What follows belongs to an exercise in optimizing a design on an open flow for small area and a short achievable clock period; a production flow would make more cautious choices. Function was checked by simulation only, so behaviour that the tests miss may differ from the original. Power is estimated from default activity; no workload was simulated.

[flow/design.v]
module bs4_encode (
    input  wire          clk,
    input  wire          rst,
    input  wire          in_valid,
    input  wire [1:0]    mode,
    input  wire [1023:0] x,
    input  wire [511:0]  rnd,
    output reg           out_valid,
    output reg  [7:0]    scale,
    output reg  [127:0]  codes
);
    reg  [895:0]  x_r;        
    reg  [511:0]  rnd_r;
    reg  [1:0]    mode_r;
    reg           valid_r;
    wire [1023:0] xq;         
    genvar i, b;
    generate
        for (i = 0; i < 32; i = i + 1) begin : g_in
            always @(posedge clk)
                x_r[28*i +: 28] <= {x[32*i+5 +: 27], |x[32*i +: 5]};
            assign xq[32*i +: 32] = {x_r[28*i+1 +: 27], 4'd0, x_r[28*i]};
        end
    endgenerate
    always @(posedge clk) begin
        if (rst)
            valid_r <= 1'b0;
        else
            valid_r <= in_valid;
        rnd_r  <= rnd;
        mode_r <= mode;
    end
    wire [31:0] nf_l;
    wire [31:0] gt_l;
    wire [3:0]  eh [0:31];
    wire [3:0]  el [0:31];
    generate
        for (i = 0; i < 32; i = i + 1) begin : g_key
            assign nf_l[i] = &xq[32*i+23 +: 8];
            assign gt_l[i] = xq[32*i+22] & (|xq[32*i +: 22]);
            assign eh[i]   = xq[32*i+27 +: 4];
            assign el[i]   = xq[32*i+23 +: 4];
        end
    endgenerate
    wire [15:1] th_h;
    generate
        for (b = 1; b < 16; b = b + 1) begin : g_th
            wire [31:0] c;
            for (i = 0; i < 32; i = i + 1) begin : g_e
                assign c[i] = (eh[i] >= b);
            end
            assign th_h[b] = |c;
        end
    endgenerate
    wire [3:0] k_h = {th_h[8],
                      th_h[12] | (th_h[4] & ~th_h[8]),
                      th_h[14] | (th_h[10] & ~th_h[12]) | (th_h[6] & ~th_h[8]) | (th_h[2] & ~th_h[4]),
                      th_h[15] | (th_h[13] & ~th_h[14]) | (th_h[11] & ~th_h[12]) | (th_h[9] & ~th_h[10]) |
                      (th_h[7] & ~th_h[8]) | (th_h[5] & ~th_h[6]) | (th_h[3] & ~th_h[4]) | (th_h[1] & ~th_h[2])};
    wire [31:0] sel_h;
    generate
        for (i = 0; i < 32; i = i + 1) begin : g_selh
            assign sel_h[i] = (eh[i] == k_h);
        end
    endgenerate
    wire [15:1] th_l;
    generate
        for (b = 1; b < 16; b = b + 1) begin : g_tl
            wire [31:0] c;
            for (i = 0; i < 32; i = i + 1) begin : g_e
                assign c[i] = sel_h[i] & (el[i] >= b);
            end
            assign th_l[b] = |c;
        end
    endgenerate
    wire [3:0] k_l = {th_l[8],
                      th_l[12] | (th_l[4] & ~th_l[8]),
                      th_l[14] | (th_l[10] & ~th_l[12]) | (th_l[6] & ~th_l[8]) | (th_l[2] & ~th_l[4]),
                      th_l[15] | (th_l[13] & ~th_l[14]) | (th_l[11] & ~th_l[12]) | (th_l[9] & ~th_l[10]) |
                      (th_l[7] & ~th_l[8]) | (th_l[5] & ~th_l[6]) | (th_l[3] & ~th_l[4]) | (th_l[1] & ~th_l[2])};
    wire [31:0] g_c;
    generate
        for (i = 0; i < 32; i = i + 1) begin : g_g
            assign g_c[i] = sel_h[i] & (el[i] == k_l) & gt_l[i];
        end
    endgenerate
    wire [8:0] kmax = {k_h, k_l, |g_c};
    wire any_nf = |nf_l;
    wire [7:0] e_m  = kmax[8:1];
    wire       e_lo = ~|e_m[7:1];                       
    wire [7:0] ep   = e_lo ? 8'd2 : e_m;
    wire       gp   = kmax[0] & ~e_lo;
    wire [7:0] kc   = ep + {7'd0, gp};
    wire [7:0] s_fin = kc - 8'd2;
    wire [2:0] ep_hm1 = ep[7:5] - 3'd1;
    wire [2:0] ep_hp1 = ep[7:5] + 3'd1;
    wire [127:0] code_c;
    wire [1:0]   mode_e = any_nf ? 2'd1 : mode_r;    
    wire         m_sr   = (mode_e == 2'd2);
    wire         m_ne   = (mode_e[1] == mode_e[0]);  
    generate
        for (i = 0; i < 32; i = i + 1) begin : g_elm
            e2m1_round u_el (
                .x    (xq[32*i +: 32]),
                .ep   (ep),
                .ep_hm1 (ep_hm1),
                .ep_hp1 (ep_hp1),
                .gp   (gp),
                .nf   (any_nf),
                .r    (rnd_r[16*i +: 16]),
                .m_sr (m_sr),
                .m_ne (m_ne),
                .code (code_c[4*i +: 4])
            );
        end
    endgenerate
    always @(posedge clk) begin
        if (rst)
            out_valid <= 1'b0;
        else
            out_valid <= valid_r;
        scale <= any_nf ? 8'hFF : s_fin;
        codes <= code_c;
    end
endmodule
module e2m1_round (
    input  wire [31:0] x,
    input  wire [7:0]  ep,
    input  wire [2:0]  ep_hm1,
    input  wire [2:0]  ep_hp1,
    input  wire        gp,
    input  wire        nf,
    input  wire [15:0] r,
    input  wire        m_sr,
    input  wire        m_ne,
    output wire [3:0]  code
);
    wire        sx = x[31];
    wire [7:0]  ex = x[30:23];
    wire        h  = |ex;
    wire [23:0] w  = {h, x[22:0]};
    wire [7:0]  ee = {ex[7:1], ex[0] | ~h};       
    wire [5:0]  nee  = 6'd32 - {1'b0, ee[4:0]};
    wire [6:0]  t    = {2'd0, ep[4:0]} + {1'b0, nee} + {6'd0, gp};
    wire        near = (t[6:5] == 2'd1 && ep[7:5] == ee[7:5]) ||
                       (t[6:5] == 2'd0 && ep_hm1 == ee[7:5]) ||
                       (t[6:5] == 2'd2 && ep_hp1 == ee[7:5]);
    wire [5:0]  lo   = {1'b0, t[4:0]};
    wire [4:0]  dl   = lo[4:0];
    wire        d0 = near & (dl == 5'd0);
    wire        d1 = near & (dl == 5'd1);
    wire        d2 = near & (dl == 5'd2);
    wire        d3 = near & (dl == 5'd3);
    wire        d4 = near & (dl == 5'd4);
    wire        big = ~near | (dl > 5'd19);
    wire        ov = h & (dl[4:1] == 4'd0);
    wire [4:0]  sa = {dl[4:2], dl[1] | ov, dl[0] & ~ov};
    wire [19:0] win = big ? 20'd0 : (w[23:4] >> sa);
    wire [15:0] frac = win[15:0];
    wire [15:0] cg = frac & r;
    wire [15:0] cp = frac | r;
    wire [3:0]  gg, gq;
    genvar q;
    generate
        for (q = 0; q < 4; q = q + 1) begin : g_grp
            assign gg[q] = cg[4*q+3] | (cp[4*q+3] & cg[4*q+2]) |
                           (cp[4*q+3] & cp[4*q+2] & cg[4*q+1]) |
                           (cp[4*q+3] & cp[4*q+2] & cp[4*q+1] & cg[4*q]);
            assign gq[q] = &cp[4*q +: 4];
        end
    endgenerate
    wire sr_up = gg[3] | (gq[3] & gg[2]) | (gq[3] & gq[2] & gg[1]) |
                 (gq[3] & gq[2] & gq[1] & gg[0]);
    wire o19 = |w[19:0];
    wire o20 = o19 | w[20];
    wire o21 = o20 | w[21];
    wire o22 = o21 | w[22];
    wire rne_up = h ? ( ((d0 | d1 | d2) & w[21] & (o20 | w[22])) |
                        (d3 & w[22]) |
                        (d4 & o22) )
                    : ( (d1 & w[20] & (o19 | w[21])) |
                        (d2 & w[21] & (o20 | w[22])) |
                        (d3 & w[22] & o21) );
    wire up = (m_sr & sr_up) | (m_ne & rne_up);
    wire [2:0] base = nf ? 3'd0 :
                      h ? ( d0 ? {2'b11, w[22]} :
                            d1 ? {2'b10, w[22]} :
                            d2 ? {2'b01, w[22]} :
                            d3 ? 3'd1 : 3'd0 )
                        : ( d1 ? {1'b0, w[22], w[21]} :
                            d2 ? {2'b00, w[22]} : 3'd0 );
    wire [2:0] base1 = base + 3'd1;
    wire [2:0] mag = up ? base1 : base;
    assign code = {sx & ~nf, mag};
endmodule
[flow/flow/run.sh]
#!/bin/bash
# Own layout flow:
#  1. the standard synthesis (standard.sh synth), unchanged;
#  2. the combinational logic of that netlist re-mapped by Yosys/ABC with
#     flow/remap.abc (the flip-flops are kept as they are, by name and cell);
#  3. the standard ORFS layout from that netlist, with the port buffers
#     made of the plain buf_1 cell.
# Each tool writes its full output to a log file in this folder.
set -euo pipefail
# repair_timing aims for this much setup slack (a period of about 11.8 ns)
MARGIN=38.2
R=orfs/results/${FLOW_PLATFORM}/bs4_encode/base
LIB=${FLOW_HOME}/platforms/${FLOW_PLATFORM}/lib/sky130_fd_sc_hd__tt_025C_1v80.lib

bash standard.sh synth > flow_synth.log 2>&1

python3 flow/gencells.py "$LIB" cells_model.v > flow_gencells.log 2>&1
DU=$(grep -A40 "DONT_USE_CELLS" ${FLOW_HOME}/platforms/${FLOW_PLATFORM}/config.mk | grep -o "sky130_fd_sc_hd__[a-z0-9_]*" | sed 's/^/-dont_use /' | tr '\n' ' ')
cp $R/1_2_yosys.v synth_standard.v
cat > remap.ys <<EOS
read_verilog cells_model.v
read_verilog synth_standard.v
hierarchy -top ${FLOW_TOP}
flatten
opt_clean -purge
techmap
opt -fast
abc -liberty $LIB $DU -script flow/remap.abc
opt_clean -purge
hilomap -singleton -hicell sky130_fd_sc_hd__conb_1 HI -locell sky130_fd_sc_hd__conb_1 LO
splitnets
opt_clean -purge
insbuf -buf sky130_fd_sc_hd__buf_4 A X
check
stat -liberty $LIB
write_verilog -noattr -nohex -nodec synth_remapped.v
EOS
yosys -s remap.ys > flow_remap.log 2>&1
cp synth_remapped.v $R/1_2_yosys.v
rm -f $R/1_synth.odb $R/1_synth.sdc

bash standard.sh 'BUFFER_PORTS_ARGS=-buffer_cell sky130_fd_sc_hd__buf_1' 'PLACE_PINS_ARGS=-min_distance 1 -min_distance_in_tracks' "SETUP_SLACK_MARGIN=${MARGIN}" finish > flow_layout.log 2>&1
[flow/flow/gencells.py]
# Generate Verilog models of the sky130hd cells from the liberty: combinational
# cells as assigns, sequential cells as blackboxes.
import re, sys
lib = open(sys.argv[1]).read()
out = []
for m in re.finditer(r'\n\s*cell \("([^"]+)"\)\s*\{', lib):
    name = m.group(1)
    # find cell body by brace matching
    i = m.end(); depth = 1
    while depth:
        c = lib[i]
        if c == '{': depth += 1
        elif c == '}': depth -= 1
        i += 1
    body = lib[m.end():i]
    pins = []
    for pm in re.finditer(r'\n\s*pin \("([^"]+)"\)\s*\{', body):
        j = pm.end(); d = 1
        while d:
            c = body[j]
            if c == '{': d += 1
            elif c == '}': d -= 1
            j += 1
        pb = body[pm.end():j]
        dirm = re.search(r'direction\s*:\s*"?(\w+)', pb)
        fm = re.search(r'\n\s*function\s*:\s*"([^"]*)"', pb)
        pins.append((pm.group(1), dirm.group(1) if dirm else None, fm.group(1) if fm else None))
    seq = re.search(r'\n\s*(ff|latch|statetable)\s*\(', body) is not None
    ins = [p for p in pins if p[1] == 'input']
    outs = [p for p in pins if p[1] == 'output']
    if not outs:
        continue
    ports = ', '.join([f'input {p[0]}' for p in ins] + [f'output {p[0]}' for p in outs])
    if seq or any(p[2] is None for p in outs):
        out.append(f'(* blackbox *)\nmodule {name}({ports});\nendmodule\n')
        continue
    lines = [f'module {name}({ports});']
    for p in outs:
        f = p[2].replace('!', '~').replace('+', '|').replace('*', '&')
        f = re.sub(r"(\w+)'", r'~\1', f)
        lines.append(f'  assign {p[0]} = {f};')
    lines.append('endmodule\n')
    out.append('\n'.join(lines))
open(sys.argv[2], 'w').write('\n'.join(out))
[flow/flow/remap.abc]
strash
&get -n
&st
&dch
&nf -D 8000 -R 1000
&put
topo
buffer -c
upsize -c -D 8000
dnsize -c -D 8000
[flow/standard.sh]
#!/bin/bash
# synth_recipe.tcl (not shown) runs the flow's synth.tcl, then flattens the netlist and writes it again
# the make line also repeats each setting of config.mk as NAME=value (left out here)
make -C /OpenROAD-flow-scripts/flow DESIGN_CONFIG=/design/flow/config.mk WORK_HOME=/design/flow/orfs CLKGATE_MAP_FILE= SYNTH_SCRIPT=/design/flow/synth_recipe.tcl "${@:-finish}"
[flow/config.mk]
export PLATFORM = sky130hd
export DESIGN_NAME = bs4_encode
export DESIGN_NICKNAME = bs4_encode
export VERILOG_FILES = /design/flow/design.v
export SDC_FILE = /design/flow/constraint.sdc
export NUM_CORES = 8
export LEC_CHECK = 0
export ABC_AREA = 1
export CAP_MARGIN = 20
export CORE_AREA = 2 2 438 438
export DIE_AREA = 0 0 440 440
export PLACE_DENSITY = 0.6
export SLEW_MARGIN = 20
[flow/constraint.sdc]
create_clock -name core_clock -period 50.0 [get_ports {clk}]
set_input_delay 10.0000 -clock core_clock [delete_from_list [all_inputs] [get_ports {clk}]]
set_output_delay 10.0000 -clock core_clock [all_outputs]
set_load 0.01 [all_outputs]
==> run notes, run 1 <==
* Status: timing/DRC/antenna clean
* Final min period at roughly 12 ns
* Startpoint Class: register
* Rel. slew slack at between 7 and 8%
* CP Data Required Time at ~50 ns
* Layout Skew at roughly 0.047 ns
* Share of cells above drive strength 1 at 17.2%
* CTS Hold Bufs at 0
* Critical path endpoint category: register
* Area added between synthesis and finish at 30.0%
* Final Worst Setup Slack at 37.52 ns
* Largest net degree at the start of global routing at 50
* Cell row count at 160
* Net Sw Frac at 47.7%
* CTS clock-pin slew for the worst setup and hold paths at 0.07 ns
* Seq pwr share at about a fifth
* Count of final hold-check violations at 0
* CTS tree: built
* HPWL Detailed at 391 mm
* Root buffer cell: clkbuf_16
* Vias at between 100k and 150k
* RSZ-0062 raised after global routing: yes
* Total Routed Length at 527 mm
* Num CTS Buffers at 160
* Pwr Density at approximately 60 nW/um2
* Syn nets at 12884
* Total power at a little over 7 mW
* FMAX at 80.1 MHz
* Die width at 440 um
* Crit Path Category: reg -> reg
* Slowest-stage cell, CP: dfxtp_1
* Internal Power at roughly 3.8 mW
* Post-Syn Area per Cell at 7.98 um2
* Pre-CTS setup slack at 33.58 ns
* Yosys warnings at 1
* Initial antenna violation count at 149
* Iter 0 DRT Violations at approximately 16000
* Psw at approximately 3.4 mW
* PortBufs at 1677
* CTS Sinks at roughly 1500
* GRT Util Overall at 49.9%
* GP Congestion at 1.18
* Starting Density at a little under half
* Clock Power Share at 17.4%
* Max Cap Violations at 0
* H-Tree Depth at 4
* DR pass1 iterations at 15
* Arrival time at the worst endpoint at 13.25 ns
* # setup viols final at 0
* Grt ovf at 0
* Crit path top cell by count: buf_4
* Final worst-path cycle share at between 20% and 30%
* Combinational power share at 63.0%
* Die Y at around 440 um
* Max-slew violations at 0
* Setup total negative slack at 0 ns
* Final nets at about 15000
* Hold Slack at 0.432 ns
* Commonest non-fill, non-tap cell in the layout: buf_1
* Worst-Margin Slew at 1.38 ns
* Post-route ant nets at 0
* Worst skew pair latency at roughly 0.87 ns
* Crit Path Max Fanout at 17
* Slowest stage delay, CP at about 0.75 ns
* Vias in the first global route at 102375
* Placed instance area at 100000 um2
* I/O pin cnt at about 1700
* Via density at 6.92
* Deepest clock path buffer count at 3
* Final Instance Area at 118000 um2
* Drt wl/cell at 32.2 um
* Cell count after synthesis at 11343
* Total core area at about 190000 um2
* Mapped Area at just over 90000 um2
* DRC viols at 0
* Global-route wire length before repair at 711 mm
* Leakage at 44.1 nW
* HP Class: reg -> reg
* VDD IR max at 51.5 uV
* Most frequent cells in the layout: 1677 x buf_1, 1470 x dfxtp_1, 1457 x nor2_1
* Die area at 194000 um2
-- worst max-delay path: cells and delay by family (launching register included) --
kind                     cells  cell delay [ns]
adder cells (fa/ha/maj)      3             1.09
XOR/XNOR                     3             0.53
AO/OA/AOI/OAI               11             2.83
AND/OR/NAND/NOR             22             4.26
multiplexers                 3             0.61
buffers and inverters       14             2.21
flip-flops                   1             0.75
-- worst paths after layout --
kind / start / endpoint / slack [ns] / cells past startpoint
setup / recovery: x_r[303] / codes[61] / 37.52 / 56
setup reg to reg: x_r[303] / codes[61] / 37.52 / 56
hold reg to reg: x_r[195] / codes[27] / 0.43 / 1
hold / removal: x_r[195] / codes[27] / 0.43 / 1
-- metal layers --
| metal | share of wire [%] | routed length (um) | track usage [%] |
|---|---|---|---|
| met4 | 9.5 | 50100 | 36.2 |
| met2 | 40 | 213000 | 72.2 |
| met5 | 0.22 | 1160 | 0.918 |
| met3 | 14 | 75000 | 19.5 |
| met1 | 36 | 187000 | 59.8 |
-- registers in the layout (all words and copies together), names as in the netlist --
signal and cells:
codes 128, rnd_r 512, scale 8, valid_r 1
mode_r 2, out_valid 1, x_r 896
-- through the flow --
stage | cells | utilization (%)
after floorplan | 11343 | -
after global placement | 15333 | 52.6
after detailed placement | 15344 | 52.7
after CTS | 15818 | 57.9
after global routing | 16289 | 62.0
final | 16342 | 62.1
-- power groups by stage --
stage	clock network, mW	registers [mW]	logic, mW
global route	1.30	1.41	4.77
CTS	1.25	1.40	3.81
detailed placement	0	1.43	3.53
finish	1.25	1.41	4.55
floorplan	0	1.39	2.69
global placement	0	1.42	3.52
-- cell type report --
type | instances | area (um2)
multi-input cells | 9224 | 63200
inverters | 199 | 766
flip-flops and latches | 1548 | 31200
diodes | 118 | 295
repair buffers | 2451 | 13700
clock inverters | 94 | 1060
clock buffers | 197 | 4310
well taps | 2511 | 3140
fillers | 16149 | 71900
-- repair_timing --
item | in CTS | in global routing
buffers inserted | 155 | 377
cloned | 28 | 28
resized for setup | 586 | 923
setup endpoints to repair | 96 | 96
pin swaps | 78 | 268
==> run 2: changes to the inputs <==
--- a/flow/design.v
+++ b/flow/design.v
@@ -44,3 +44,3 @@
     endgenerate
-    wire [15:1] th_h;
+    reg  [15:1] th_h;
     generate
@@ -49,5 +49,6 @@
             for (i = 0; i < 32; i = i + 1) begin : g_e
-                assign c[i] = (eh[i] >= b);
+                assign c[i] = (x[32*i+27 +: 4] >= b);
             end
-            assign th_h[b] = |c;
+            always @(posedge clk)
+                th_h[b] <= |c;
         end
@@ -94,4 +95,4 @@
     wire [7:0] s_fin = kc - 8'd2;
-    wire [2:0] ep_hm1 = ep[7:5] - 3'd1;
-    wire [2:0] ep_hp1 = ep[7:5] + 3'd1;
+    wire [7:0] epp    = ep + 8'd1;
+    wire [2:0] epp_hm1 = epp[7:5] - 3'd1;
     wire [127:0] code_c;
@@ -104,5 +105,4 @@
                 .x    (xq[32*i +: 32]),
-                .ep   (ep),
-                .ep_hm1 (ep_hm1),
-                .ep_hp1 (ep_hp1),
+                .epp  (epp),
+                .epp_hm1 (epp_hm1),
                 .gp   (gp),
@@ -127,5 +127,4 @@
     input  wire [31:0] x,
-    input  wire [7:0]  ep,
-    input  wire [2:0]  ep_hm1,
-    input  wire [2:0]  ep_hp1,
+    input  wire [7:0]  epp,
+    input  wire [2:0]  epp_hm1,
     input  wire        gp,
@@ -142,8 +141,5 @@
     wire [7:0]  ee = {ex[7:1], ex[0] | ~h};       
-    wire [5:0]  nee  = 6'd32 - {1'b0, ee[4:0]};
-    wire [6:0]  t    = {2'd0, ep[4:0]} + {1'b0, nee} + {6'd0, gp};
-    wire        near = (t[6:5] == 2'd1 && ep[7:5] == ee[7:5]) ||
-                       (t[6:5] == 2'd0 && ep_hm1 == ee[7:5]) ||
-                       (t[6:5] == 2'd2 && ep_hp1 == ee[7:5]);
-    wire [5:0]  lo   = {1'b0, t[4:0]};
+    wire [5:0]  s5   = {1'b0, epp[4:0]} + {1'b0, ~ee[4:0]} + {5'd0, gp};
+    wire        near = s5[5] ? (ee[7:5] == epp[7:5]) : (ee[7:5] == epp_hm1);
+    wire [5:0]  lo   = {1'b0, s5[4:0]};
     wire [4:0]  dl   = lo[4:0];
--- a/flow/flow/run.sh
+++ b/flow/flow/run.sh
@@ -9,4 +9,4 @@
 set -euo pipefail
-# repair_timing aims for this much setup slack (a period of about 11.8 ns)
-MARGIN=38.2
+# repair_timing aims for this much setup slack (a period of about 11.5 ns)
+MARGIN=38.5
 R=orfs/results/${FLOW_PLATFORM}/bs4_encode/base
@@ -41,2 +41,2 @@
 
-bash standard.sh 'BUFFER_PORTS_ARGS=-buffer_cell sky130_fd_sc_hd__buf_1' 'PLACE_PINS_ARGS=-min_distance 1 -min_distance_in_tracks' "SETUP_SLACK_MARGIN=${MARGIN}" finish > flow_layout.log 2>&1
+bash standard.sh 'BUFFER_PORTS_ARGS=-buffer_cell sky130_fd_sc_hd__buf_1' "SETUP_SLACK_MARGIN=${MARGIN}" finish > flow_layout.log 2>&1
--- a/flow/config.mk
+++ b/flow/config.mk
@@ -8,5 +8,7 @@
 export ABC_AREA = 1
-export CAP_MARGIN = 20
-export CORE_AREA = 2 2 438 438
-export DIE_AREA = 0 0 440 440
+export CAP_MARGIN = 30
+export CORE_AREA = 2 2 578 578
+export CTS_CLUSTER_DIAMETER = 80
+export CTS_CLUSTER_SIZE = 22
+export DIE_AREA = 0 0 580 580
 export PLACE_DENSITY = 0.6
==> run notes, run 2 <==
* Status: timing/DRC/antenna clean
* Num CTS Buffers at 146
* R2R Path End: codes[126]
* Post-Syn Area per Cell at 8.13 um2
* HP Class: reg -> reg
* Die Y at 580 um
* Max Cap Violations at 0
* Hold path depth at 1
* GP Congestion at 1.07
* GRT Util Overall at approximately a third
* Placed insts at 16892
* R2R setup slack at 38.65 ns
* Count of final hold-check violations at 0
* Syn nets at between 10000 and 15000
* FMAX at 86.2 MHz
* Worst hold path startpoint: x_r[839]
* Mapped Area at 89000 um2
* Slowest-stage cell, CP: or4_4
* Final Non-Filler Cells at 17434
* Worst-path cell chain: buf_1 > nor4_1 > nand3_1 > nand2b_1 > or4_4 > or3_1
* H-Tree Depth at 4
* CTS clock-pin slew for the worst setup and hold paths at 0.08 ns
* Grt ovf at 0
* Worst-Margin Slew at roughly 1.2 ns
* Pwr Density at 87.6 nW/um2
* DRC viols at 0
* Yosys warnings at 1
* Largest net degree at the start of global routing at 54
* Biggest regs: x_r x896, rnd_r x512, codes x128
* Most frequent cells in the layout: 1605 x buf_1, 1525 x dfxtp_1, 1282 x nor2_1
* CP Data Required Time at 50.79 ns
* Crit Path Category: in -> reg
* Starting Density at 26.9%
* HPWL Detailed at 463 mm
* Slowest stage delay, CP at 0.57 ns
* Initial antenna violation count at 286
* Die area at 336000 um2
* Drt wl/cell at 33.3 um
* Rel. slew slack at 18.3%
* PortBufs at 1677
* Deepest clock path buffer count at 4
* Pre-CTS setup slack at 35.81 ns
* Worst skew pair latency at 0.94 ns
* Max reg flops at 896
* Commonest non-fill, non-tap cell in the layout: buf_1
* Fill count at 35164
* Final Instance Area at 111000 um2
* Crit Path Max Fanout at 9
* Area added between synthesis and finish at 24.5%
* Worst Hold Path EP: codes[119]
* Final core utilization at 33.6%
* Total core area at 330000 um2
* Global-route wire length before repair at 770 mm
* Worst Reg-to-Reg Cells at 50
* I/O pin cnt at 1678
* Crit path from: x[286]
* Via density at 5.80
* Arrival time at the worst endpoint at ~12 ns
* Max-slew violations at 0
* Final worst-path cycle share at between 20% and 30%
* Layout Skew at 0.0728 ns
* Final min period at 11.60 ns
* VDD IR max at 45.9 uV
* CTS tree: built
* Vias at 101076
* Share of cells above drive strength 1 at 10.3%
* Critical path endpoint category: register
* Total power at about 9.7 mW
* Placed instance area at 101000 um2
* Total Routed Length at roughly 580 mm
* Post-route ant nets at 0
* # setup viols final at 0
* CTS Sinks at 1563
* Buf/Inv on CP at 1
* Startpoint Class: primary input
* Cell count after synthesis at 10946
* Top delay family on crit path: simple AND/OR/NAND/NOR gates
* Final nets at 14369
* Die width at a little under 600 um
* Worst r2r src: th_h[8]
* Most flops, register: x_r
* Cell row count at approximately 210
* Hold Slack at 0.426 ns
* Root buffer cell: clkbuf_16
* Iter 0 DRT Violations at 11715
* CTS Hold Bufs at 0
* RSZ-0062 raised after global routing: yes
* Setup total negative slack at 0 ns
* Final Worst Setup Slack at 38.40 ns
* Vias in the first global route at 93748
* DR pass1 iterations at 9
* Leakage at 41.3 nW
[run 2: cell count changes in the layout (fill, tap and decap cells not counted), moves of 50 or more]
cell and delta:
a21oi_1 +128, xor2_1 +95, nand2_1 -52, nor2_1 -175, buf_4 -257, mux2i_1 +120, nor2_2 -56, mux2i_2 -88
dfxtp_1 +55, buf_2 +55, nand3_1 +89, a22oi_1 +50, buf_1 -72
[run 2: layer usage]
| layer | part of all wire (%) | vias to the layer above | GRT usage, % |
|---|---|---|---|
| li1 | - | 44742 | - |
| met1 | 40 | 48291 | 40.4 |
| met2 | 43 | 6223 | 49.9 |
| met3 | 9.4 | 1676 | 8.17 |
| met4 | 7.1 | 144 | 19.8 |
| met5 | 0.16 | - | 0 |
[run 2: worst max-delay path by stage]
stage | to | slack (ns) | cells after the start
floorplan | th_h[7] | 38.45 | 5
global placement | codes[121] | 35.62 | 44
detailed placement | codes[30] | 35.81 | 52
CTS | codes[86] | 38.40 | 50
global route | codes[41] | 38.46 | 51
finish | th_h[7] | 38.40 | 6
[run 2: report_power, final]
| group | switching [mW] | internal, mW |
|---|---|---|
| clock network | 0.627 | 0.608 |
| logic | 4.52 | 2.55 |
| registers | 0.0837 | 1.32 |
[run 2: area by class of cell]
class / instances / area [um2] / share of cell area (%)
well taps: 4366 / 5460 / 4.93
clock buffers: 159 / 3780 / 3.41
repair buffers: 2112 / 10400 / 9.34
clock inverters: 90 / 1280 / 1.15
flip-flops and latches: 1563 / 31400 / 28.3
inverters: 176 / 683 / 0.616
diodes: 139 / 348 / 0.314
multi-input cells: 8829 / 57500 / 51.9
[run 2: repair_timing]
item                                    in CTS  in global routing
endpoints found under the setup margin     167                 99
buffers inserted                            44                 83
hold endpoints to repair                     0                  0
resized for setup                          342                244
pin swaps                                   21                 57
cloned                                       9                 13
==> run 3: changes to the inputs <==
--- a/flow/config.mk
+++ b/flow/config.mk
@@ -10,4 +10,4 @@
 export CORE_AREA = 2 2 578 578
-export CTS_CLUSTER_DIAMETER = 80
-export CTS_CLUSTER_SIZE = 22
+export CTS_CLUSTER_DIAMETER = 60
+export CTS_CLUSTER_SIZE = 26
 export DIE_AREA = 0 0 580 580
==> run notes, run 3 <==
* Final worst-path cycle share at between 20% and 30%
* Post-Syn Area per Cell at between 8 and 9 um2
* Total core area at 330000 um2
* Met3 Wirelength at 54.6 mm
* Vias in the first global route at 94155
* FMAX at between 80 and 90 MHz
* Seq pwr share at approximately 14%
* Fill count at 35004
* Cell count after synthesis at 10946
* Largest net degree at the start of global routing at 54
* Leakage at roughly 42 nW
* Max-slew violations at 0
* Post-route ant nets at 0
* Area added between synthesis and finish at 26.7%
* Slowest-stage cell, CP: or4_1
* R2R setup slack at 38.67 ns
* # setup viols final at 0
* Syn nets at around 12000
* Via density at 5.78
* Buf/Inv on CP at 1
* RSZ-0062 raised after global routing: yes
* Cell row count at 211
* Setup crit end: th_h[9]
* Commonest non-fill, non-tap cell in the layout: buf_1
* Rel. slew slack at 19.3%
* Max reg flops at 896
* Setup total negative slack at 0 ns
* HPWL Detailed at 463 mm
* I/O pin cnt at 1678
* Psw at ~5.3 mW
* Root buffer cell: clkbuf_16
* Status: timing/DRC/antenna clean
* Worst skew pair latency at 0.94 ns
* Worst-path cell chain: buf_1 > nor2_4 > nor3b_1 > nor4_2 > o221ai_1 > nor3_1 > nand3_1 > or4_1
* Die width at between 500 and 600 um
* Clock Power Share at between 15 and 20%
* Deepest clock path buffer count at 4
* VDD IR max at 45.9 uV
* Crit Path Category: in -> reg
* GRT Util Overall at 32.4%
* GP Congestion at 1.07
* Initial antenna violation count at 294
* Net Sw Frac at a little over half
* Placed instance area at ~100000 um2
* Layout Skew at 0.0645 ns
* Pwr Density at 88.5 nW/um2
* Top delay family on crit path: simple AND/OR/NAND/NOR gates
* R2R Path End: codes[66]
* Internal Power at 4.64 mW
* Biggest regs: x_r x896, rnd_r x512, codes x128
* Die Y at just under 600 um
* HP Class: reg -> reg
* DR pass1 iterations at 9
* Startpoint Class: primary input
* Final Instance Area at 113000 um2
* H-Tree Depth at 4
* Share of cells above drive strength 1 at 11.0%
* Most flops, register: x_r
* Iter 0 DRT Violations at 11679
* Mapped Area at 89000 um2
* Final min period at 11.57 ns
* Worst Reg-to-Reg Cells at 50
* DR top layer: met5
* Vias at 101236
* Grt ovf at 0
* Crit path from: x[1020]
* Drt wl/cell at 33.1 um
* Count of final hold-check violations at 0
* Global-route wire length before repair at 771 mm
* Slowest stage delay, CP at roughly 0.59 ns
* DRC viols at 0
* Total Routed Length at 579 mm
* Starting Density at roughly 27%
* CP Depth at 8
* Most frequent cells in the layout: 1586 x buf_1, 1515 x dfxtp_1, 1282 x nor2_1
* CP Data Required Time at 50.77 ns
* CTS Hold Bufs at 0
* Final nets at 14395
* Yosys warnings at 1
* PortBufs at roughly 1700
* Die area at between 300000 and 400000 um2
* Critical path endpoint category: register
* CTS tree: built
* Worst-Margin Slew at 1.20 ns
* Combinational power share at 70.4%
* CTS clock-pin slew for the worst setup and hold paths at 0.09 ns
* CTS Sinks at around 1600
* Worst r2r src: th_h[8]
* Max Cap Violations at 0
* Crit Path Max Fanout at 9
* WL met1 at 233 mm
* Total length of routed met2 wires at between 200 and 300 mm
* Arrival time at the worst endpoint at roughly 12 ns
* Num CTS Buffers at between 150 and 200
-- run 3: cell count changes in the layout (fill, tap and decap cells not counted), moves of 8 or more --
cell	before	now
buf_1	1605	1586
clkinv_16	0	16
buf_6	22	45
inv_16	17	25
inv_12	16	25
clkinv_8	17	26
dfxtp_4	16	25
clkbuf_16	154	188
dfxtp_1	1525	1515
-- run 3: worst min-delay path by stage --
| stage | slack (ns) | cells past startpoint | endpoint | from |
|---|---|---|---|---|
| after floorplan | 0.41 | 1 | codes[103] | x_r[727] |
| after global placement | 0.41 | 1 | codes[47] | x_r[335] |
| after detailed placement | 0.41 | 1 | codes[119] | x_r[839] |
| after CTS | 0.43 | 1 | codes[123] | x_r[867] |
| after global routing | 0.45 | 1 | codes[115] | x_r[811] |
| final | 0.43 | 1 | codes[123] | x_r[867] |
-- run 3: power groups by stage --
stage	Sequential (mW)	Clock, mW	Combinational, mW
6_report	1.41	1.54	7.02
5_1_grt	1.41	1.62	7.56
3_5_place_dp	1.43	0	6.45
4_1_cts	1.40	1.58	6.64
3_3_place_gp	1.43	0	6.50
2_1_floorplan	1.40	0	4.76
-- run 3: area by class of cell --
type | instances | area [um2] | share of cell area (%)
well taps | 4366 | 5460 | 4.85
flip-flops and latches | 1563 | 31400 | 27.9
diodes | 137 | 343 | 0.304
multi-input cells | 8827 | 57400 | 50.9
clock inverters | 147 | 2470 | 2.19
inverters | 176 | 683 | 0.606
clock buffers | 188 | 4620 | 4.10
repair buffers | 2102 | 10300 | 9.15
-- run 3: stage by stage --
step	setup slack (ns)	cells	total power [mW]	util, %	hold WS [ns]
detailed placement	35.81	16892	7.88	30.7	0.413
floorplan	38.45	10946	6.16	-	0.407
CTS	38.47	17281	9.62	33.4	0.429
global placement	35.62	16870	7.93	30.6	0.408
finish	38.43	17506	9.98	34.1	0.429
global route	38.40	17443	10.6	34.1	0.449
-- run 3: per-layer routing --
metal / up-vias / GRT usage, %
met5: - / 0
met2: 6119 / 50.0
met3: 1621 / 8.33
met1: 48537 / 40.4
met4: 126 / 19.9
li1: 44833 / -
-- run 3: timing repair --
action,4_1_cts,5_1_grt
gates resized for setup,384,231
cloned,10,7
pin swaps,19,59
buffers inserted,44,74
setup endpoints to repair,185,100
==> run 4: changes to the inputs <==
==> flow/flow/remap.abc (replaced) <==
strash
&get -n
&st
&dch
&nf -R 1000
&put
topo
--- a/flow/config.mk
+++ b/flow/config.mk
@@ -10,4 +10,4 @@
 export CORE_AREA = 2 2 578 578
-export CTS_CLUSTER_DIAMETER = 60
-export CTS_CLUSTER_SIZE = 26
+export CTS_CLUSTER_DIAMETER = 80
+export CTS_CLUSTER_SIZE = 22
 export DIE_AREA = 0 0 580 580
==> run notes, run 4 <==
* Status: timing/DRC/antenna clean
* Buf/Inv on CP at 1
* Rel. slew slack at 21.1%
* Psw at roughly 5.3 mW
* I/O pin cnt at 1678
* Critical path endpoint category: register
* GRT Util Overall at 32.3%
* Die area at 336000 um2
* Mapped Area at 86500 um2
* R2R setup slack at roughly 39 ns
* Cell row count at approximately 210
* CTS tree: built
* Seq pwr share at 14.3%
* FMAX at 86.1 MHz
* Pwr Density at 88.0 nW/um2
* PortBufs at 1677
* Drt wl/cell at 33.0 um
* Top delay family on crit path: simple AND/OR/NAND/NOR gates
* Worst-path cell chain: clkdlybuf4s15_1 > nand4b_1 > nand4_1 > or4_1 > nor3_1 > nand4b_1
* Startpoint Class: primary input
* HPWL Detailed at 461 mm
* Fill count at around 35000
* DR pass1 iterations at 7
* Leakage at 40.9 nW
* Total Routed Length at between 500 and 600 mm
* Count of final hold-check violations at 0
* # setup viols final at 0
* Net Sw Frac at about 54%
* Crit Path Max Fanout at 10
* Total core area at 330000 um2
* H-Tree Depth at 4
* Root buffer cell: clkbuf_16
* Max Cap Violations at 0
* Syn nets at 12097
* Final nets at 14424
* CTS clock-pin slew for the worst setup and hold paths at 0.10 ns
* VDD IR max at 43.6 uV
* Slowest-stage cell, CP: clkdlybuf4s15_1
* Worst skew pair latency at 0.91 ns
* Crit path top cell by count: nand4b_1
* Sequential cell area at ~31000 um2
* HP Class: reg -> reg
* Internal Power at 4.50 mW
* Most flops, register: x_r
* Num CTS Buffers at 135
* Placed instance area at 102000 um2
* Final Instance Area at 112000 um2
* Global-route wire length before repair at 770 mm
* Combinational power share at 73.7%
* Total power at 9.84 mW
* GP Congestion at 1.07
* CTS Hold Bufs at 0
* Biggest regs: x_r x896, rnd_r x512, codes x128
* Die width at slightly below 600 um
* Crit Path Category: in -> reg
* Die Y at 580 um
* Slowest stage delay, CP at roughly 0.76 ns
* Max-slew violations at 0
* Commonest non-fill, non-tap cell in the layout: buf_1
* Via density at 5.81
* RSZ-0062 raised after global routing: yes
* Final core utilization at 33.9%
* Post-Syn Area per Cell at 8.20 um2
* DRC viols at 0
* Arrival time at the worst endpoint at 12.34 ns
* Cell count after synthesis at 10556
* Post-route ant nets at 0
* Multi-input logic area at between 50000 and 60000 um2
* Clock Power Share at 12.0%
* Largest net degree at the start of global routing at 69
* Layout Skew at 0.0636 ns
* CTS Sinks at 1563
* Grt ovf at 0
* Setup total negative slack at 0 ns
* Most frequent cells in the layout: 1599 x buf_1, 1530 x dfxtp_1, 1273 x nor2_1
* Share of cells above drive strength 1 at 10.4%
* Final min period at 11.62 ns
* Final worst-path cycle share at 23.2%
* Worst-Margin Slew at 1.17 ns
* Deepest clock path buffer count at 4
* Vias in the first global route at 94108
* CP Data Required Time at 50.72 ns
* Iter 0 DRT Violations at 11955
* Initial antenna violation count at around 270
* Yosys warnings at 1
* Starting Density at 26.2%
* Max reg flops at 896
* Area added between synthesis and finish at 29.3%
* Vias at 101648
[run 4: worst paths after layout]
kind / endpoint / depth (start not counted) / from
worst max-delay path: th_h[11] / 6 / x[765]
worst min-delay path: codes[63] / 1 / x_r[447]
worst max register to register: codes[74] / 45 / th_h[8]
worst min register to register: codes[63] / 1 / x_r[447]
[run 4: through the flow]
stage          setup slack (ns)  hold slack (ns)  instances
5_1_grt                   38.36            0.442      17433
6_report                  38.38            0.425      17500
3_5_place_dp              35.21            0.415      16865
3_3_place_gp              35.23            0.408      16852
4_1_cts                   38.50            0.428      17208
2_1_floorplan             37.16            0.407      10556
[run 4: layer usage]
metal  share of wire (%)  track usage, %  vias up
li1                    -               -    44904
met1                  38            38.5    48568
met2                  44            50.3     6336
met3                 9.6            8.85     1728
met4                 8.0            22.4      112
met5                0.13               0        -
[run 4: worst register-to-register path, delay by kind of cell (launching register included)]
kind	cells	cell delay (ns)
and+or+nand+nor	16	4.07
AOI/OAI and AO/OA	17	3.60
buffers and inverters	5	1.13
adders and majority gates	2	1.02
xor gates and xnor gates	3	0.74
DFF	1	0.39
muxes	2	0.38
[run 4: final cells by class]
class	count	area share (%)
Clock buffer	147	3.14
Clock inverter	82	1.13
Multi-Input combinational cell	8856	52.4
Inverter	176	0.627
Antenna cell	159	0.356
Sequential cell	1563	28.0
Timing Repair Buffer	2151	9.45
Tap cell	4366	4.89
[run 4: power by group through the flow]
stage / Combinational [mW] / Clock [mW] / Sequential (mW)
after detailed placement: 6.46 / 0 / 1.43
final: 7.25 / 1.18 / 1.41
after global routing: 7.76 / 1.24 / 1.42
after floorplan: 4.68 / 0 / 1.40
after global placement: 6.53 / 0 / 1.44
after CTS: 6.78 / 1.21 / 1.41
[run 4: repair_timing]
item	in CTS	in global routing
endpoints found under the setup margin	172	99
buffers inserted	87	104
pin swaps	62	75
resized for setup	355	233
gates cloned	27	17
==> run 5: changes to the inputs <==
--- a/flow/flow/run.sh
+++ b/flow/flow/run.sh
@@ -9,4 +9,4 @@
 set -euo pipefail
-# repair_timing aims for this much setup slack (a period of about 11.5 ns)
-MARGIN=38.5
+# repair_timing aims for this much setup slack (a period of about 11.2 ns)
+MARGIN=38.8
 R=orfs/results/${FLOW_PLATFORM}/bs4_encode/base
==> flow/flow/remap.abc (replaced) <==
strash
&get -n
&st
&dch
&nf -D 8000 -R 1000
&put
topo
buffer -c
upsize -c -D 8000
dnsize -c -D 8000
==> run notes, run 5 <==
* Global-route wire length before repair at 767 mm
* Crit Path Max Fanout at 1
* Most flops, register: x_r
* Critical path endpoint category: output port
* CTS clock-pin slew for the worst setup and hold paths at roughly 0.090 ns
* I/O pin cnt at around 1700
* Placed instance area at approximately 100000 um2
* Leakage at about 42 nW
* Num CTS Buffers at 141
* Max reg flops at between 800 and 900
* FMAX at approximately 90 MHz
* Cell row count at approximately 210
* Arrival time at the worst endpoint at 1.44 ns
* CTS tree: built
* Pwr Density at around 87 nW/um2
* Post-Syn Area per Cell at 8.13 um2
* Drt wl/cell at 33.1 um
* Final core utilization at roughly 34%
* Max-slew violations at 0
* Worst Reg-to-Reg Cells at 55
* Worst Hold Path EP: codes[111]
* Syn nets at 12487
* GRT Util Overall at 32.2%
* GP Congestion at 1.06
* Status: timing/DRC/antenna clean
* Area added between synthesis and finish at 26.2%
* Die width at 580 um
* Worst r2r src: th_h[8]
* Deepest clock path buffer count at 4
* R2R Path End: codes[106]
* R2R setup slack at a little under 40 ns
* CP Data Required Time at 40.00 ns
* Most frequent cells in the layout: 1510 x buf_1, 1451 x dfxtp_1, 1274 x nor2_1
* Largest net degree at the start of global routing at 50
* Worst-Margin Slew at about 1.2 ns
* Die area at 336000 um2
* Die Y at 580 um
* Grt ovf at 0
* Hold path depth at 1
* Commonest non-fill, non-tap cell in the layout: buf_1
* Fill count at ~35000
* Share of cells above drive strength 1 at approximately 12%
* Final min period at 11.44 ns
* Crit Path Category: reg -> out
* Root buffer cell: clkbuf_16
* Final Instance Area at about 110000 um2
* HP Class: reg -> reg
* Worst-path cell chain: buf_6
* Sequential cell area at 31500 um2
* Vias in the first global route at 94075
* Hold Slack at around 0.43 ns
* Initial antenna violation count at 228
* Layout Skew at 0.0783 ns
* RSZ-0062 raised after global routing: yes
* PortBufs at 1677
* H-Tree Depth at 4
* Top delay family on crit path: flip-flops
* Worst skew pair latency at 0.92 ns
* Worst hold path startpoint: x_r[783]
* Mapped Area at 89000 um2
* # setup viols final at 0
* Vias at a little over 100k
* CTS Sinks at 1563
* Rel. slew slack at 21.0%
* CTS Hold Bufs at 0
* Slowest-stage cell, CP: dfxtp_4
* VDD IR max at 45.8 uV
* Count of final hold-check violations at 0
* Iter 0 DRT Violations at 11848
* Startpoint Class: register
* Via density at roughly 5.8
* Setup total negative slack at 0 ns
* DR pass1 iterations at 12
* Total core area at 330000 um2
* Total Routed Length at slightly below 600 mm
* HPWL Detailed at about 460 mm
* Buf/Inv on CP at 1
* Yosys warnings at 1
* Starting Density at 26.9%
* Post-route ant nets at 0
* DRC viols at 0
* Final nets at 14422
* Max Cap Violations at 0
* Final worst-path cycle share at 22.9%
* Multi-input logic area at approximately 58000 um2
* Biggest regs: x_r x896, rnd_r x512, codes x128
* Slowest stage delay, CP at between 0.4 and 0.5 ns
* Cell count after synthesis at 10946
run 5: what timing repair did:
action | in CTS | in global routing
pin swaps | 27 | 98
endpoints found under the setup margin | 237 | 238
gates cloned | 14 | 12
resized for setup | 634 | 355
setup buffers | 46 | 123
run 5: final cells by class:
class | count | area share [%]
flip-flops and latches | 1563 | 28.0
inverters | 176 | 0.604
diodes | 120 | 0.267
repair buffers | 2164 | 10.2
multi-input cells | 8835 | 51.7
clock inverters | 80 | 1.04
well taps | 4366 | 4.86
clock buffers | 155 | 3.31
run 5: how the worst max path moves through the flow:
stage               startpoint  slack [ns]    endpoint  cells past startpoint
global route        codes[113]       38.52  codes[113]                      1
global placement       th_h[4]       34.19   codes[93]                     48
detailed placement     th_h[8]       35.84   codes[93]                     51
CTS                 codes[113]       38.49  codes[113]                      1
finish              codes[113]       38.56  codes[113]                      1
floorplan               x[734]       38.45     th_h[7]                      5
run 5: metrics by stage:
stage,setup slack [ns],power [mW],std cells
after global routing,38.52,10.4,17406
after floorplan,38.45,6.16,10946
after global placement,34.19,7.93,16879
after detailed placement,35.84,7.88,16901
final,38.56,9.76,17459
after CTS,38.49,9.29,17196
run 5: where the power goes:
group	total (mW)	internal (mW)	switching [mW]
clock	1.20	0.591	0.612
sequential	1.42	1.32	0.0915
combinational	7.14	2.60	4.55
run 5: layer usage:
layer | global-route usage, % | up-vias | part of all wire (%)
met1 | 39.8 | 48365 | 40
li1 | - | 44790 | -
met3 | 8.39 | 1616 | 9.5
met2 | 49.6 | 6346 | 44
met4 | 20.3 | 88 | 7.0
met5 | 0.170 | - | 0.10
==> run 6: changes to the inputs <==
--- a/flow/config.mk
+++ b/flow/config.mk
@@ -13,2 +13,3 @@
 export DIE_AREA = 0 0 580 580
+export GPL_TIMING_DRIVEN = 1
 export PLACE_DENSITY = 0.6
==> run notes, run 6 <==
* Status: timing/DRC/antenna clean
* HP Class: reg -> reg
* FMAX at 87.4 MHz
* Vias at about 100k
* Syn nets at 12487
* Worst Hold Path EP: codes[111]
* Count of final hold-check violations at 0
* Crit Path Category: reg -> out
* Mapped Area at 89000 um2
* Commonest non-fill, non-tap cell in the layout: buf_1
* Setup total negative slack at 0 ns
* Slowest-stage cell, CP: dfxtp_4
* Final Worst Setup Slack at slightly below 40 ns
* Die area at 336000 um2
* CTS tree: built
* Top delay family on crit path: flip-flops
* Layout Skew at 0.0783 ns
* Pre-CTS setup slack at about 36 ns
* Final Non-Filler Cells at 17459
* Leakage at 42.1 nW
* Rel. slew slack at 21.0%
* Startpoint Class: register
* GP Congestion at 1.06
* VDD IR max at 45.8 uV
* Max reg flops at 896
* Global-route wire length before repair at 767 mm
* Met1 GRT Util at 39.8%
* Num CTS Buffers at 141
* Crit Path Max Fanout at 1
* Biggest regs: x_r x896, rnd_r x512, codes x128
* DR pass1 iterations at 12
* Slowest stage delay, CP at 0.42 ns
* Final core utilization at 34.0%
* Fill count at 34926
* Clock Power Share at 12.3%
* Largest net degree at the start of global routing at 50
* Buf/Inv on CP at 1
* Combinational power share at between 70% and 80%
* Grt ovf at 0
* Arrival time at the worst endpoint at 1.44 ns
* Final nets at roughly 14000
* Pwr Density at roughly 87 nW/um2
* Max-slew violations at 0
* Worst skew pair latency at 0.92 ns
* Initial antenna violation count at roughly 230
* Worst-Margin Slew at 1.18 ns
* Die Y at 580 um
* Deepest clock path buffer count at 4
* CTS clock-pin slew for the worst setup and hold paths at 0.09 ns
* GRT Util Overall at 32.2%
* Share of cells above drive strength 1 at 12.5%
* Total core area at 330000 um2
* Root buffer cell: clkbuf_16
* PortBufs at 1677
* RSZ-0062 raised after global routing: yes
* Worst Reg-to-Reg Cells at 55
* HPWL Detailed at 460 mm
* # setup viols final at 0
* Most frequent cells in the layout: 1510 x buf_1, 1451 x dfxtp_1, 1274 x nor2_1
* R2R Path End: codes[106]
* Starting Density at 26.9%
* Total Routed Length at between 500 and 600 mm
* I/O pin cnt at 1678
* Via density at about 5.8
* Drt wl/cell at 33.1 um
* Placed insts at 16901
* Cell count after synthesis at 10946
* Total power at just under 10 mW
* Cell row count at 211
* Post-route ant nets at 0
* Seq pwr share at 14.5%
* Worst-path cell chain: buf_6
* DRC viols at 0
* Crit path from: codes[113]
* Most flops, register: x_r
* Area added between synthesis and finish at 26.2%
* GRT busiest layer: met2
* R2R setup slack at 38.95 ns
* Worst hold path startpoint: x_r[783]
* Yosys warnings at 1
* Met3 Usage GRT at 8.39%
* Worst r2r src: th_h[8]
* CP Data Required Time at 40.00 ns
* H-Tree Depth at 4
* Critical path endpoint category: output port
* Final worst-path cycle share at about 23%
* CTS Hold Bufs at 0
* Psw at 5.25 mW
* Max Cap Violations at 0
* GR Util met2 at 49.6%
* Vias in the first global route at ~94000
* Iter 0 DRT Violations at 11848
* Internal Power at 4.51 mW
* CTS Sinks at 1563
* Post-Syn Area per Cell at 8.13 um2
* Final min period at roughly 11 ns
* Net Sw Frac at 53.8%
* Hold path depth at 1
* Die width at 580 um
run 6: routing by layer:
layer  part of all wire, %  routed length, um  vias to the layer above
li1                      -                  -                    44790
met3                   9.5              55000                     1616
met5                  0.10                585                        -
met1                    40             230000                    48365
met4                   7.0              40500                       88
met2                    44             252000                     6346
run 6: cell type report:
cell class	count	area, um2	area share, %
Antenna cell	120	300	0.267
Clock buffer	155	3720	3.31
Clock inverter	80	1170	1.04
Inverter	176	678	0.604
Multi-Input combinational cell	8835	58000	51.7
Sequential cell	1563	31500	28.0
Tap cell	4366	5460	4.86
Timing Repair Buffer	2164	11500	10.2
run 6: worst max-delay path by stage:
stage	to	cells after the start
finish	codes[113]	1
detailed placement	codes[93]	51
global route	codes[113]	1
global placement	codes[93]	48
floorplan	th_h[7]	5
CTS	codes[113]	1
run 6: timing repair:
item | 4_1_cts | 5_1_grt
endpoints found under the setup margin | 237 | 238
setup buffers | 46 | 123
gates resized for setup | 634 | 355
hold endpoints to repair | 0 | 0
cloned | 14 | 12
pin swaps | 27 | 98
run 6: through the flow:
step / hold WS [ns] / instance area [um2]
2_1_floorplan: 0.407 / 89000
3_3_place_gp: 0.408 / 101000
3_5_place_dp: 0.415 / 102000
4_1_cts: 0.435 / 109000
5_1_grt: 0.450 / 112000
6_report: 0.433 / 112000
run 6: power groups by stage:
stage,logic [mW],registers [mW],clock network (mW)
after CTS,6.65,1.41,1.23
after detailed placement,6.44,1.43,0
after global routing,7.67,1.42,1.27
final,7.14,1.42,1.20
after global placement,6.49,1.44,0
after floorplan,4.76,1.40,0
==> run 7: changes to the inputs <==
--- a/flow/flow/run.sh
+++ b/flow/flow/run.sh
@@ -9,4 +9,4 @@
 set -euo pipefail
-# repair_timing aims for this much setup slack (a period of about 11.2 ns)
-MARGIN=38.8
+# repair_timing aims for this much setup slack (a period of about 10.8 ns)
+MARGIN=39.2
 R=orfs/results/${FLOW_PLATFORM}/bs4_encode/base
--- a/flow/config.mk
+++ b/flow/config.mk
@@ -13,3 +13,2 @@
 export DIE_AREA = 0 0 580 580
-export GPL_TIMING_DRIVEN = 1
 export PLACE_DENSITY = 0.6
==> run notes, run 7 <==
* CTS clock-pin slew for the worst setup and hold paths at ~0.090 ns
* Drt wl/cell at ~33 um
* Post-route ant nets at 0
* Leakage at 44.0 nW
* Max reg flops at 896
* Global-route wire length before repair at 772 mm
* Vias in the first global route at about 95000
* I/O pin cnt at 1678
* Placed instance area at between 100000 and 150000 um2
* Crit Path Category: reg -> out
* GP Congestion at between 1 and 1.5
* Startpoint Class: register
* Max-slew violations at 0
* R2R setup slack at 39.15 ns
* Max Cap Violations at 0
* Post-Syn Area per Cell at 8.13 um2
* GRT Util Overall at 32.4%
* Deepest clock path buffer count at 4
* Mapped Area at between 80000 and 90000 um2
* Worst r2r src: th_h[8]
* DR pass1 iterations at 7
* CTS Hold Bufs at 0
* FMAX at 87.6 MHz
* Arrival time at the worst endpoint at about 1.4 ns
* Cell row count at 211
* Final nets at 14648
* RSZ-0062 raised after global routing: yes
* Worst Hold Path EP: codes[107]
* Die Y at about 580 um
* Slowest stage delay, CP at ~0.4 ns
* Starting Density at 26.9%
* Seq pwr share at between 10% and 20%
* Pwr Density at 87.4 nW/um2
* Total power at 10.2 mW
* HP Class: reg -> reg
* Top delay family on crit path: flip-flops
* Worst-path cell chain: buf_6
* Internal Power at 4.84 mW
* Count of final hold-check violations at 0
* Final core utilization at 35.5%
* Buf/Inv on CP at 1
* Commonest non-fill, non-tap cell in the layout: buf_1
* CP Data Required Time at 40.00 ns
* Setup total negative slack at 0 ns
* Syn nets at 12487
* H-Tree Depth at 4
* Share of cells above drive strength 1 at approximately 17%
* Iter 0 DRT Violations at ~13000
* Final min period at around 11 ns
* Total Routed Length at 584 mm
* Hold path depth at 1
* Rel. slew slack at 8.82%
* Layout Skew at 0.0797 ns
* Status: timing/DRC/antenna clean
* HPWL Detailed at 459 mm
* Cell count after synthesis at 10946
* Final Instance Area at between 100000 and 150000 um2
* Num CTS Buffers at 140
* Grt ovf at 0
* Critical path endpoint category: output port
* Worst skew pair latency at 0.90 ns
* Worst Reg-to-Reg Cells at 54
* Largest net degree at the start of global routing at 62
* CTS tree: built
* Vias at 103401
* Hold Slack at about 0.42 ns
* Clock Power Share at 11.8%
* Root buffer cell: clkbuf_16
* CTS Sinks at ~1600
* Most frequent cells in the layout: 1446 x buf_1, 1442 x dfxtp_1, 1230 x nor2_1
* Die area at about 340000 um2
* Yosys warnings at 1
* Worst hold path startpoint: x_r[755]
* # setup viols final at 0
* Psw at 5.39 mW
* Combinational power share at between 70% and 80%
* Worst-Margin Slew at ~1.4 ns
* Final worst-path cycle share at 22.8%
* Crit Path Max Fanout at 1
* Die width at 580 um
* Most flops, register: x_r
* R2R Path End: codes[62]
* Total core area at 330000 um2
* Slowest-stage cell, CP: dfxtp_4
* Initial antenna violation count at 279
* Net Sw Frac at 52.7%
* VDD IR max at 48.5 uV
* Via density at 5.84
* DRC viols at 0
* PortBufs at around 1700
* Area added between synthesis and finish at 31.6%
* Biggest regs: x_r x896, rnd_r x512, codes x128
==> run 7: cell type report <==
type	instances	area, um2
Antenna cell	147	368
Timing Repair Buffer	2383	13900
Tap cell	4366	5460
Clock buffer	148	3640
Inverter	176	693
Clock inverter	85	1320
Fill cell	34752	213000
Multi-Input combinational cell	8843	60300
Sequential cell	1563	31500
==> run 7: power by group through the flow <==
stage | clock network, mW | registers (mW) | logic, mW
floorplan | 0 | 1.40 | 4.76
global placement | 0 | 1.43 | 6.44
detailed placement | 0 | 1.43 | 6.39
CTS | 1.24 | 1.41 | 6.76
global route | 1.28 | 1.42 | 8.13
finish | 1.21 | 1.41 | 7.61
==> run 7: how the worst max path moves through the flow <==
stage / from / to / slack, ns / depth (start not counted)
CTS: codes[74] / codes[74] / 38.52 / 1
floorplan: x[734] / th_h[7] / 38.46 / 5
finish: codes[110] / codes[110] / 38.59 / 1
global placement: th_h[8] / codes[58] / 34.76 / 49
global route: codes[110] / codes[110] / 38.56 / 1
detailed placement: th_h[8] / codes[58] / 35.97 / 51
==> run 7: routing by layer <==
layer  GRT usage, %  up-vias  wire, um
met1           40.6    49343    231000
met5              0        -       708
met3           9.62     1802     62300
met4           20.5      110     42000
li1               -    45277         -
met2           48.5     6869    249000
==> run 7: through the flow <==
stage                     instances  setup WS (ns)
after floorplan               10946          38.46
after global placement        16861          34.76
after detailed placement      16880          35.97
after CTS                     17248          38.52
after global routing          17650          38.56
final                         17711          38.59
==> run 7: timing repair <==
action / 4_1_cts / 5_1_grt
endpoints found under the setup margin: 242 / 241
gates cloned: 21 / 27
resized for setup: 933 / 689
setup buffers: 114 / 285
pin swaps: 65 / 219
==> run 8: changes to the inputs <==
--- a/flow/flow/run.sh
+++ b/flow/flow/run.sh
@@ -9,4 +9,4 @@
 set -euo pipefail
-# repair_timing aims for this much setup slack (a period of about 10.8 ns)
-MARGIN=39.2
+# repair_timing aims for this much setup slack (a period of about 11.2 ns)
+MARGIN=38.8
 R=orfs/results/${FLOW_PLATFORM}/bs4_encode/base
--- a/flow/config.mk
+++ b/flow/config.mk
@@ -13,3 +13,3 @@
 export DIE_AREA = 0 0 580 580
-export PLACE_DENSITY = 0.6
+export PLACE_DENSITY = 0.75
 export SLEW_MARGIN = 20
==> run notes, run 8 <==
* Cell count after synthesis at 10946
* Deepest clock path buffer count at 4
* Critical path endpoint category: output port
* GP Congestion at approximately 1.1
* Max reg flops at 896
* Die Y at 580 um
* Max-slew violations at 0
* H-Tree Depth at 3
* Num CTS Buffers at ~130
* Setup total negative slack at 0 ns
* Top delay family on crit path: flip-flops
* Worst Reg-to-Reg Cells at a little over 50
* Vias at between 100k and 150k
* Max Cap Violations at 0
* Syn nets at between 10000 and 15000
* R2R setup slack at 38.91 ns
* Die area at 336000 um2
* I/O pin cnt at around 1700
* Slowest-stage cell, CP: dfxtp_4
* Commonest non-fill, non-tap cell in the layout: buf_1
* CP Data Required Time at 40.00 ns
* Most frequent cells in the layout: 1520 x buf_1, 1448 x dfxtp_1, 1260 x nor2_1
* DRC viols at 0
* Grt ovf at 0
* CTS Sinks at 1563
* Hold path depth at 1
* Area added between synthesis and finish at 26.4%
* Worst-path cell chain: buf_6
* Leakage at 41.9 nW
* Fill count at 34635
* Vias in the first global route at 94574
* HP Class: reg -> reg
* CTS Hold Bufs at 0
* Crit Path Category: reg -> out
* Mapped Area at 89000 um2
* # setup viols final at 0
* Pwr Density at about 86 nW/um2
* Yosys warnings at 1
* Crit Path Max Fanout at 1
* Cell row count at 211
* Root buffer cell: clkbuf_16
* Layout Skew at roughly 0.08 ns
* VDD IR max at 51.4 uV
* Global-route wire length before repair at 777 mm
* DR pass1 iterations at 10
* CP Depth at 1
* Final worst-path cycle share at 23.0%
* Final nets at ~14000
* Slowest stage delay, CP at approximately 0.40 ns
* Initial antenna violation count at 280
* CTS tree: built
* Drt wl/cell at around 34 um
* Hold Slack at 0.422 ns
* Total Routed Length at 589 mm
* Via density at between 5 and 6
* RSZ-0062 raised after global routing: yes
* HPWL Detailed at 469 mm
* Most flops, register: x_r
* Worst skew pair latency at 0.97 ns
* Starting Density at 26.9%
* FMAX at 87.0 MHz
* Iter 0 DRT Violations at between 10000 and 15000
* Post-Syn Area per Cell at about 8 um2
* Arrival time at the worst endpoint at 1.50 ns
* Die width at 580 um
* Worst-Margin Slew at around 1.2 ns
* Largest net degree at the start of global routing at 58
* Post-route ant nets at 0
* Status: timing/DRC/antenna clean
* GRT Util Overall at between 30% and 40%
* Share of cells above drive strength 1 at 12.7%
* Rel. slew slack at approximately a fifth
* Count of final hold-check violations at 0
* Total core area at 330000 um2
* Startpoint Class: register
* CTS clock-pin slew for the worst setup and hold paths at ~0.090 ns
* Buf/Inv on CP at 1
* PortBufs at 1677
* Biggest regs: x_r x896, rnd_r x512, codes x128
* Final min period at 11.50 ns
-- run 8: final timing paths --
check / end / start
worst max-delay path: codes[1] / codes[1]
worst min-delay path: codes[115] / x_r[811]
worst max register to register: codes[90] / th_h[8]
worst min register to register: codes[115] / x_r[811]
-- run 8: cell type report --
type	instances	area, um2	share of cell area [%]
Inverter	176	684	0.608
Clock inverter	73	1150	1.03
Antenna cell	169	423	0.376
Multi-Input combinational cell	8836	58400	51.9
Tap cell	4366	5460	4.85
Timing Repair Buffer	2174	11700	10.4
Sequential cell	1563	31500	28.0
Clock buffer	133	3230	2.87
-- run 8: routing by layer --
| layer | GRT usage (%) | vias up | wire [um] |
|---|---|---|---|
| li1 | - | 44809 | - |
| met1 | 39.4 | 49203 | 229000 |
| met2 | 48.6 | 7104 | 248000 |
| met3 | 10.7 | 1913 | 63000 |
| met4 | 23.9 | 110 | 48500 |
| met5 | 0 | - | 941 |
-- run 8: through the flow --
| stage | cell area, um2 | util, % | power, mW | instances | setup WS (ns) |
|---|---|---|---|---|---|
| floorplan | 89000 | - | 6.16 | 10946 | 38.45 |
| global placement | 101000 | 30.6 | 7.85 | 16869 | 36.06 |
| detailed placement | 101000 | 30.7 | 7.82 | 16890 | 36.08 |
| CTS | 109000 | 33.0 | 9.19 | 17169 | 38.43 |
| global route | 112000 | 34.0 | 10.3 | 17413 | 38.48 |
| finish | 113000 | 34.1 | 9.72 | 17490 | 38.50 |
-- run 8: power by group --
group | internal, mW | total, mW | leakage, nW | switching [mW]
Combinational | 2.63 | 7.20 | 26.6 | 4.57
Clock | 0.521 | 1.10 | 2.13 | 0.583
Sequential | 1.32 | 1.42 | 13.2 | 0.0942
Total | 4.47 | 9.72 | 41.9 | 5.25
-- run 8: repair_timing --
item,CTS,global route
setup buffers,58,129
pin swaps,32,89
gates cloned,15,15
setup endpoints to repair,237,239
gates resized for setup,686,368
==> run 9: changes to the inputs <==
--- a/flow/design.v
+++ b/flow/design.v
@@ -142,3 +142,3 @@
     wire [5:0]  s5   = {1'b0, epp[4:0]} + {1'b0, ~ee[4:0]} + {5'd0, gp};
-    wire        near = s5[5] ? (ee[7:5] == epp[7:5]) : (ee[7:5] == epp_hm1);
+    wire        near = ~nf & (s5[5] ? (ee[7:5] == epp[7:5]) : (ee[7:5] == epp_hm1));
     wire [5:0]  lo   = {1'b0, s5[4:0]};
@@ -180,4 +180,3 @@
     wire up = (m_sr & sr_up) | (m_ne & rne_up);
-    wire [2:0] base = nf ? 3'd0 :
-                      h ? ( d0 ? {2'b11, w[22]} :
+    wire [2:0] base = h ? ( d0 ? {2'b11, w[22]} :
                             d1 ? {2'b10, w[22]} :
--- a/flow/config.mk
+++ b/flow/config.mk
@@ -13,3 +13,3 @@
 export DIE_AREA = 0 0 580 580
-export PLACE_DENSITY = 0.75
+export PLACE_DENSITY = 0.6
 export SLEW_MARGIN = 20
==> run notes, run 9 <==
* Status: timing/DRC/antenna clean
* CTS Sinks at 1563
* Starting Density at roughly 27%
* Via density at 5.82
* Syn nets at 12653
* Critical path endpoint category: output port
* Drt wl/cell at roughly 33 um
* Buf/Inv on CP at 1
* PortBufs at between 1500 and 2000
* Deepest clock path buffer count at 4
* Arrival time at the worst endpoint at 1.43 ns
* Cell count after synthesis at 11112
* Num CTS Buffers at ~140
* Worst-path cell chain: buf_6
* Die Y at between 500 and 600 um
* Die width at just under 600 um
* DRC viols at 0
* Initial antenna violation count at 230
* Most flops, register: x_r
* Yosys warnings at 1
* Setup total negative slack at 0 ns
* Leakage at 43.1 nW
* Max reg flops at 896
* H-Tree Depth at 4
* CP Data Required Time at 40.00 ns
* I/O pin cnt at 1678
* GRT Util Overall at 32.6%
* Max Cap Violations at 0
* Rel. slew slack at 20.7%
* Root buffer cell: clkbuf_16
* Final worst-path cycle share at 22.9%
* Worst-Margin Slew at 1.18 ns
* Crit Path Category: reg -> out
* Slowest stage delay, CP at 0.41 ns
* Total Routed Length at slightly below 600 mm
* Cell row count at 211
* GP Congestion at approximately 1.1
* Count of final hold-check violations at 0
* CTS tree: built
* Post-route ant nets at 0
* Global-route wire length before repair at between 700 and 800 mm
* Layout Skew at 0.0757 ns
* Final core utilization at 35.2%
* Post-Syn Area per Cell at approximately 8 um2
* Grt ovf at 0
* Area added between synthesis and finish at 30.9%
* RSZ-0062 raised after global routing: yes
* Multi-input logic area at 60000 um2
* Total core area at between 300000 and 400000 um2
* Max-slew violations at 0
* Biggest regs: x_r x896, rnd_r x512, codes x128
* Die area at 336000 um2
* Crit Path Max Fanout at 1
* Most frequent cells in the layout: 1532 x buf_1, 1452 x dfxtp_1, 1386 x nor2_1
* Largest net degree at the start of global routing at between 60 and 70
* Vias at 104309
* Final min period at around 11 ns
* Commonest non-fill, non-tap cell in the layout: buf_1
* HP Class: reg -> reg
* Sequential cell area at 31500 um2
* Mapped Area at 88900 um2
* Worst skew pair latency at 0.92 ns
* VDD IR max at 48.6 uV
* Final nets at 14846
* Share of cells above drive strength 1 at 16.4%
* Slowest-stage cell, CP: dfxtp_4
* # setup viols final at 0
* HPWL Detailed at 464 mm
* Iter 0 DRT Violations at 12909
* CTS Hold Bufs at 0
* Top delay family on crit path: flip-flops
* FMAX at 87.5 MHz
* DR pass1 iterations at 10
* Vias in the first global route at between 90000 and 100k
* CTS clock-pin slew for the worst setup and hold paths at approximately 0.07 ns
* Pwr Density at around 90 nW/um2
* Fill count at around 35000
* Startpoint Class: register
run 9: per-layer routing:
| layer | part of all wire [%] | global-route usage, % | vias up |
|---|---|---|---|
| met5 | 0.076 | 0 | - |
| met4 | 7.9 | 22.8 | 70 |
| met3 | 10 | 9.29 | 1713 |
| met2 | 43 | 49.3 | 6961 |
| met1 | 39 | 39.7 | 49731 |
| li1 | - | - | 45834 |
run 9: stage by stage:
step	hold slack, ns	instance area (um2)	power (mW)	setup WS [ns]	std cells
2_1_floorplan	0.407	88900	6.31	38.49	11112
3_3_place_gp	0.409	102000	8.14	35.88	17119
3_5_place_dp	0.415	102000	8.08	35.97	17136
4_1_cts	0.438	111000	9.59	38.51	17507
5_1_grt	0.444	116000	11.1	38.52	17850
6_report	0.433	116000	10.5	38.57	17908
run 9: path summary, 6_finish.rpt:
kind | end | from | cells past startpoint | slack (ns)
worst max register to register | codes[34] | th_h[8] | 56 | 38.73
worst min register to register | codes[23] | x_r[167] | 1 | 0.43
worst max-delay path | codes[64] | codes[64] | 1 | 38.57
worst min-delay path | codes[23] | x_r[167] | 1 | 0.43
run 9: repair_timing:
item | in CTS | in global routing
gates cloned | 9 | 30
resized for setup | 751 | 738
setup buffers | 130 | 225
pin swaps | 68 | 225
hold endpoints to repair | 0 | 0
endpoints found under the setup margin | 241 | 241
run 9: cell type report:
| type | count | area share (%) |
|---|---|---|
| timing repair buffer | 2411 | 11.9 |
| multi-input combinational | 9066 | 51.5 |
| antenna | 143 | 0.307 |
| tap | 4366 | 4.69 |
| inverter | 127 | 0.414 |
| clock buffer | 147 | 3.01 |
| clock inverter | 85 | 1.06 |
| sequential | 1563 | 27.1 |
run 9: power breakdown:
part	switching (mW)	leakage [nW]	internal [mW]
registers	0.100	13.2	1.32
logic	4.93	27.6	2.92
clock network	0.601	2.30	0.572
total	5.63	43.1	4.82

==> separate check: timing with driven ports <==
Ports are ideal in the flow. The routed layouts listed here were re-timed in OpenROAD.
Step 1, drivers: a clkbuf_16 drives clk and a buf_2 each remaining input, both assumed.
Step 2 also shifts input and output timing later by t, the mid clock arrival at the registers, as if the neighbouring blocks saw the same clock.
a / b / c = no drivers / after step 1 / after step 2; a / b = the first two.
run | t (ns) | setup slack, ns | latest minus earliest clock arrival (ns)
run 1 | 0.957 | 37.518 / 37.518 / 37.518 | 0.048 / 0.048
run 2 | 0.996 | 38.396 / 38.386 / 37.390 | 0.073 / 0.073
run 3 | 1.026 | 38.426 / 38.420 / 37.424 | 0.065 / 0.065
run 4 | 1.003 | 38.379 / 38.274 / 37.271 | 0.064 / 0.064
run 5 | 0.996 | 38.564 / 38.450 / 37.698 | 0.078 / 0.079
run 6 | 0.996 | 38.564 / 38.450 / 37.698 | 0.078 / 0.079
run 7 | 0.982 | 38.590 / 38.471 / 37.974 | 0.082 / 0.083
run 8 | 1.044 | 38.504 / 38.388 / 37.610 | 0.086 / 0.085
run 9 | 0.992 | 38.565 / 38.453 / 37.575 | 0.077 / 0.078
After both steps setup and hold are still met in every run listed. The setup slack of run 4, which loses most, moves by -0.105 ns with the drivers and by -1.108 ns with both steps.
